Background: an optimization exercise with open tools, aiming at small area, a short achievable clock period and few clock cycles. Do not read the settings as production practice.
RTL that was checked went through simulation tests only; none was proved equivalent to the original.
Power is estimated from default activity; no workload was simulated.

Setup of south:
==> flow/design.v (excerpt) <==
module qsc_decoder (
    input  wire        clk,
    input  wire        rst,
    input  wire        cmd_valid,
    output wire        cmd_ready,
    input  wire [5:0]  cmd_width_m1,
    input  wire [5:0]  cmd_lines_m1,
    input  wire        cmd_hist_reset,
    input  wire [14:0] cmd_nbytes,
    input  wire [7:0]  cmd_fill,
    input  wire        in_valid,
    output wire        in_ready,
    input  wire [7:0]  in_data,
    output wire        out_valid,
    input  wire        out_ready,
    output wire [7:0]  out_pix,
    output wire        done,
    output wire [2:0]  status
);
    localparam [2:0] ST_OK       = 3'd0;
    localparam [2:0] ST_SHORT    = 3'd1;
    localparam [2:0] ST_TRAILING = 3'd2;
    localparam [2:0] ST_SYNTAX   = 3'd7;
    localparam [2:0] S_IDLE = 3'd0;    
    localparam [2:0] S_DEC  = 3'd1;    
    localparam [2:0] S_ERR  = 3'd2;    
    localparam [2:0] S_TAIL = 3'd3;    
    localparam [2:0] S_FIN  = 3'd4;    
    integer i;
    reg [2:0]  state;
    reg        cmd_ready_r;
    reg        in_ready_r;
    reg        done_r;
    reg [2:0]  stat;
    reg [5:0]  w_m1;
    reg [5:0]  l_m1;
    reg [7:0]  fill_val;
    reg [14:0] bytes_left;         
    reg [5:0]  j;
    reg [5:0]  ln;
    reg        zero_line;          
    reg [7:0]  a_r, b_r, c_r;
    reg [7:0]  r0;
    reg [7:0]  s32 [0:31];
    reg [7:0]  s16 [0:15];
    reg [7:0]  s8  [0:7];
    reg [7:0]  s4  [0:3];
    reg [7:0]  s2  [0:1];
    reg [7:0]  s1;
    reg [13:0] acc [0:15];         
    reg [5:0]  cnt_n [0:15];       
    reg [2:0]  kr [0:15];          
    reg [15:0] cv;                 
    reg [3:0]  lctx;               
    reg [13:0] l_a;
    reg [5:0]  l_n;
    reg        l_v;
    reg [4:0]  ri;
    reg        in_run;             
    reg        after_run;          
    reg        run_is_rem;         
    reg [5:0]  run_left;           
    reg [39:0] bb;                 
    reg [5:0]  nbits;              
    reg [7:0]  ibyte;
    reg        ibyte_v;
    reg        ov;
    reg [7:0]  opix;
    function [1:0] qz;
        input [7:0] d;
        begin
  ...
For scale: about 64 I/O pins, about 0.052 mm^2 of cells after synthesis.
make LEC_CHECK=0 CAP_MARGIN=20 CORE_MARGIN=2 CORE_UTILIZATION=40 SETUP_SLACK_MARGIN=4 SLEW_MARGIN=20 finish   # period 12.0 ns
run.sh (not shown) runs the stock make flow with config.mk's settings and CLKGATE_MAP_FILE= SYNTH_SCRIPT=/design/flow/synth_recipe.tcl, a recipe that flattens the netlist after the stock synthesis.
Testbench counts of south, summed over its fixed seeds: cycles 146,773.
## Diff of input files: west against south
- an added CTS_CLUSTER_SIZE of 20
- an added CTS_BUF_LIST of sky130_fd_sc_hd__clkbuf_4 sky130_fd_sc_hd__clkbuf_8
Results
There was hardly any difference in static power due to leakage between west and south.
Total of clock buffers placed in the layout (higher): west
There was hardly any difference in met2 track demand over resource between west and south.
Critical path depth in cells: west vs south down 1
Cell area | west vs south | west smaller
The non-filler instance count after layout in west sits 87 above the value recorded for south.
Post-route total power (west vs. south) decreases slightly
Number of multi-input combinational cells in the layout: south vs west — no meaningful difference


== lane 1 ==
qsc_decoder, a different RTL version from the one above (not shown whole).
For scale: roughly 4100 cells after synthesis, about 1100 flip-flops, roughly 64 I/O pins, roughly 0.052 mm² of cells after synthesis.
Settings: LEC_CHECK=0, CAP_MARGIN=20, CORE_MARGIN=2, CORE_UTILIZATION=40, CTS_BUF_LIST=sky130_fd_sc_hd__clkbuf_8, CTS_CLUSTER_DIAMETER=50, CTS_CLUSTER_SIZE=14, SETUP_SLACK_MARGIN=5, SLEW_MARGIN=20; clock period 12.0 ns.
Input-level comparison between lane 2 and lane 1:
Settings: CTS_CLUSTER_SIZE: 14 -> 24; CTS_CLUSTER_DIAMETER: 50 -> 80; CTS_BUF_LIST: sky130_fd_sc_hd__clkbuf_8 -> unset.
### Flow results
- Summary: with lane 1 as the reference, power in lane 2 moved down by a few percent.
- Buffering overhead in lane 2 is 0.36 points higher than in lane 1
- On critical path depth: between lane 1 and lane 2, it ends up lower for lane 2.
- Diff lane 1 and lane 2: via total after detailed routing higher in lane 1
- When lane 2 is measured against lane 1, its post-route clock skew turns out 13 ps lower.
- Diff lane 1 and lane 2: power per cell area higher in lane 1
Function was not checked in any run of this note: the RTL went through the layout flow alone.

==> port drivers added, routing unchanged <==
How much do the figures lean on ideal ports? The routed layouts below were timed once more, with nothing changed but the port constraints. Step 1 assumes that a clkbuf_16 drives the clock port and a buf_2 every other input. Step 2 adds t to the input delays and takes it off the output delays; t is the mean of the earliest and latest rising clock arrival at the registers after step 1. Input paths then give back, and output paths get back, about the clock's delay inside the block. Three values: ideal, step 1, step 2; two values: the first two.
run	shift t [ns]	setup WS [ns]	worst setup path at the end
south	0.767	4.334 / 4.334 / 4.334	register to register
west	0.951	4.263 / 4.263 / 4.263	register to register
lane 1	0.897	4.835 / 4.835 / 4.593	input to register
lane 2	0.754	4.966 / 4.966 / 4.543	input to register
After both steps every run listed still meets setup and hold. The setup slack of lane 2, which loses most, moves by 0.000 ns with the drivers and by -0.423 ns with both steps.
